Background: an optimization exercise with open tools, aiming at small area and a short achievable clock period. Do not read the settings as production practice. Only simulation tests tie the RTL to the original design; equivalence was not proved.

Setup of old:
## mxe_fp8_group
module mxe_fp8_group (
    input  wire        clk,
    input  wire        rst,           
    input  wire        in_valid,
    input  wire [31:0] in_acc,        
    input  wire [15:0] in_a,          
    input  wire [15:0] in_b,          
    input  wire        in_fmt_a,      
    input  wire        in_fmt_b,
    input  wire [7:0]  in_scale_a,    
    input  wire [7:0]  in_scale_b,
    output reg         out_valid,
    output reg  [31:0] out_acc
);
    wire [3:0] ia0_xn, ia1_xn, ib0_xn, ib1_xn;
    wire [5:0] ia0_te, ia1_te, ib0_te, ib1_te;
    wire       ia0_nan, ia1_nan, ib0_nan, ib1_nan, ia0_inf, ia1_inf, ib0_inf, ib1_inf;
    fp8_norm n_a0 (.x(in_a[7:0]),  .e5m2(in_fmt_a), .xn(ia0_xn), .te(ia0_te), .nan(ia0_nan), .inf(ia0_inf));
    fp8_norm n_a1 (.x(in_a[15:8]), .e5m2(in_fmt_a), .xn(ia1_xn), .te(ia1_te), .nan(ia1_nan), .inf(ia1_inf));
    fp8_norm n_b0 (.x(in_b[7:0]),  .e5m2(in_fmt_b), .xn(ib0_xn), .te(ib0_te), .nan(ib0_nan), .inf(ib0_inf));
    fp8_norm n_b1 (.x(in_b[15:8]), .e5m2(in_fmt_b), .xn(ib1_xn), .te(ib1_te), .nan(ib1_nan), .inf(ib1_inf));
    reg        v0;
    reg [31:0] acc_r;
    reg [3:0]  xa0, xa1, xb0, xb1;
    reg [5:0]  ta0, ta1, tb0, tb1;
    reg        q0_neg, q1_neg, q0_nan, q1_nan;
    reg        fa0_inf, fa1_inf, fb0_inf, fb1_inf;
    reg [8:0]  ssum;
    reg        snan;
    always @(posedge clk) begin
        if (rst) v0 <= 1'b0;
        else     v0 <= in_valid;
        acc_r  <= in_acc;
        xa0    <= ia0_xn;
        xa1    <= ia1_xn;
        xb0    <= ib0_xn;
        xb1    <= ib1_xn;
        ta0    <= ia0_te;
        ta1    <= ia1_te;
        tb0    <= ib0_te;
        tb1    <= ib1_te;
        q0_neg <= in_a[7] ^ in_b[7];
        q1_neg <= in_a[15] ^ in_b[15];
        q0_nan <= ia0_nan | ib0_nan;
        q1_nan <= ia1_nan | ib1_nan;
        fa0_inf <= ia0_inf;
        fa1_inf <= ia1_inf;
        fb0_inf <= ib0_inf;
        fb1_inf <= ib1_inf;
        ssum   <= {1'b0, in_scale_a} + {1'b0, in_scale_b};
        snan   <= (&in_scale_a) | (&in_scale_b);
    end
    wire [7:0] pn0 = xa0 * xb0;
    wire [7:0] pn1 = xa1 * xb1;
    wire       c0 = pn0[7];     
    wire       c1 = pn1[7];
  ...
Size: ~4400 cells after synthesis, ~360 flip-flops, roughly 120 I/O pins, ~30000 µm² of cells after synthesis.
Settings: LEC_CHECK=0, ABC_AREA=1, CAP_MARGIN=20, CORE_MARGIN=2, CORE_UTILIZATION=40, SLEW_MARGIN=20; clock period 28.0 ns.
run.sh (not shown) runs the stock make flow with config.mk's settings and CLKGATE_MAP_FILE= SYNTH_SCRIPT=/design/flow/synth_recipe.tcl, a recipe that flattens the netlist after the stock synthesis.
Every stage of the flow completed for old, and the final layout passed the timing, DRC and antenna checks.
Inputs modified between old and new:
-- flow/design.v --
<<< old, line 80
    wire signed [10:0] k_c = $signed({3'd0, c_e1} + 11'd140) - $signed({2'd0, ssum});
    wire signed [10:0] t_c = $signed({2'd0, atc} + 11'd140) - $signed({2'd0, ssum});
    wire g01 = (tau0 >= tau1);
    wire gc0 = (t_c >= $signed({4'd0, tau0}));
    wire gc1 = (t_c >= $signed({4'd0, tau1}));
    wire wc  = ~c_z & (gc0 | p0_z) & (gc1 | p1_z);
    wire w0  = ~wc & ~p0_z & (g01 | p1_z);
    wire signed [10:0] te0m = $signed({4'd0, te0}) - 11'sd6;    
    wire signed [10:0] te1m = $signed({4'd0, te1}) - 11'sd6;
    wire signed [10:0] r0_c = t_c - te0m;
    wire signed [10:0] r1_c = t_c - te1m;
    wire signed [10:0] r0_b = $signed({4'd0, tau1}) - te0m;
    wire signed [10:0] r1_a = $signed({4'd0, tau0}) - te1m;
    wire signed [10:0] rc_a = $signed({4'd0, tau0}) - k_c;
    wire signed [10:0] rc_b = $signed({4'd0, tau1}) - k_c;
    wire [5:0] r0 = wc ? sat6(r0_c) : w0 ? {3'd0, 3'd6 + {2'd0, c0}} : sat6(r0_b);
    wire [5:0] r1 = wc ? sat6(r1_c) : w0 ? sat6(r1_a) : {3'd0, 3'd6 + {2'd0, c1}};
    wire [6:0] rc = wc ? {2'd0, tcl} : w0 ? sat7(rc_a) : sat7(rc_b);
    function [5:0] sat6(input signed [10:0] v);
        sat6 = (v[10:6] != 5'd0) ? 6'd63 : v[5:0];
    endfunction
    function [6:0] sat7(input signed [10:0] v);
        sat7 = (v[10:7] != 4'd0) ? 7'd127 : v[6:0];
    endfunction
    wire [9:0] e_pre = wc ? {1'b0, atc} + 10'd362 : {1'b0, ssum} + 10'd222;
>>> new, line 80
    wire signed [10:0] k_c = $signed({3'd0, c_e1} + 11'd140) - $signed({2'd0, ssum});
    wire signed [10:0] t_c = $signed({2'd0, atc} + 11'd140) - $signed({2'd0, ssum});
    wire       tneg = t_c[10];
    wire       tbig = ~t_c[10] & (t_c[9:7] != 3'd0);
    wire [6:0] tcs  = t_c[6:0];
    wire       kfar = k_c[10] & (k_c[9:7] != 3'b111);       
    wire [7:0] kcs  = k_c[7:0];
    wire g01 = (tau0 >= tau1);
    wire gc0 = tbig | (~tneg & (tcs >= tau0));
    wire gc1 = tbig | (~tneg & (tcs >= tau1));
    wire wc  = ~c_z & (gc0 | p0_z) & (gc1 | p1_z);
    wire w0  = ~wc & ~p0_z & (g01 | p1_z);
    wire signed [8:0] te0m = $signed({2'd0, te0}) - 9'sd6;    
    wire signed [8:0] te1m = $signed({2'd0, te1}) - 9'sd6;
    wire signed [8:0] r0_c = $signed({2'd0, tcs}) - te0m;
    wire signed [8:0] r1_c = $signed({2'd0, tcs}) - te1m;
    wire signed [8:0] r0_b = $signed({2'd0, tau1}) - te0m;
    wire signed [8:0] r1_a = $signed({2'd0, tau0}) - te1m;
    wire signed [9:0] rc_a = $signed({3'd0, tau0}) - $signed({{2{kcs[7]}}, kcs});
    wire signed [9:0] rc_b = $signed({3'd0, tau1}) - $signed({{2{kcs[7]}}, kcs});
    wire [5:0] r0 = wc ? (tbig ? 6'd63 : sat6(r0_c)) : w0 ? {3'd0, 3'd6 + {2'd0, c0}} : sat6(r0_b);
    wire [5:0] r1 = wc ? (tbig ? 6'd63 : sat6(r1_c)) : w0 ? sat6(r1_a) : {3'd0, 3'd6 + {2'd0, c1}};
    wire [6:0] rc = wc ? {2'd0, tcl} : kfar ? 7'd127 : w0 ? sat7(rc_a) : sat7(rc_b);
    function [5:0] sat6(input signed [8:0] v);
        sat6 = (v[8:6] != 3'd0) ? 6'd63 : v[5:0];
    endfunction
    function [6:0] sat7(input signed [9:0] v);
        sat7 = (v[9:7] != 3'd0) ? 7'd127 : v[6:0];
    endfunction
    wire [9:0] e_pre = wc ? {1'b0, atc} + 10'd362 : {1'b0, ssum} + 10'd222;
Results
new ran to completion and came out clean on the timing, DRC and antenna checks.
From old to new the numbers moved as follows: global-route usage lower, cell count dropped about 0.6%.
old → new: share of synthesized cell area in and, or, nand and nor gates moved down; number of multi-input logic gates decreased by about 2% relative to the old numbers.
Area share of buffers outside the clock network delta (new -> old): insignificant
Changes observed in new relative to old: maximum number of pins on one net before global-route repair went down about 2%; logic depth of the worst setup path including buffers went up by 21; placeable core region decreased by 0.50% relative to the old numbers.
From old to new the numbers moved as follows: placer's final routability congestion estimate decreased 1.8%; vertical die dimension decreased 0.49%.

re-timing with driven ports:
How much do the figures lean on ideal ports? The routed layouts below were timed once more, with nothing changed but the port constraints. Step 1 (the two cells are an assumption about what drives the block):
set clk [get_ports {clk}]
set_driving_cell -lib_cell sky130_fd_sc_hd__clkbuf_16 $clk
set_driving_cell -lib_cell sky130_fd_sc_hd__buf_2 [delete_from_list [all_inputs] $clk]
Step 2 moves the port delays by t, midway between the first and last clock arrival at a register: inputs arrive t later, outputs are due t later. That takes back most of the time a late clock gives input paths. Three values: ideal, step 1, step 2; two values: the first two.
run | t, ns | setup slack, ns | latest minus earliest clock arrival (ns) | worst data-port slew with drivers (ns)
old | 0.623 | 20.904 / 20.897 / 20.311 | 0.039 / 0.040 | 0.06
new | 0.626 | 20.832 / 20.832 / 20.368 | 0.022 / 0.022 | 0.07
After both steps setup and hold are still met in every run listed. For old, which loses most, drivers alone change the setup slack by -0.007 ns; drivers and shift together by -0.593 ns.
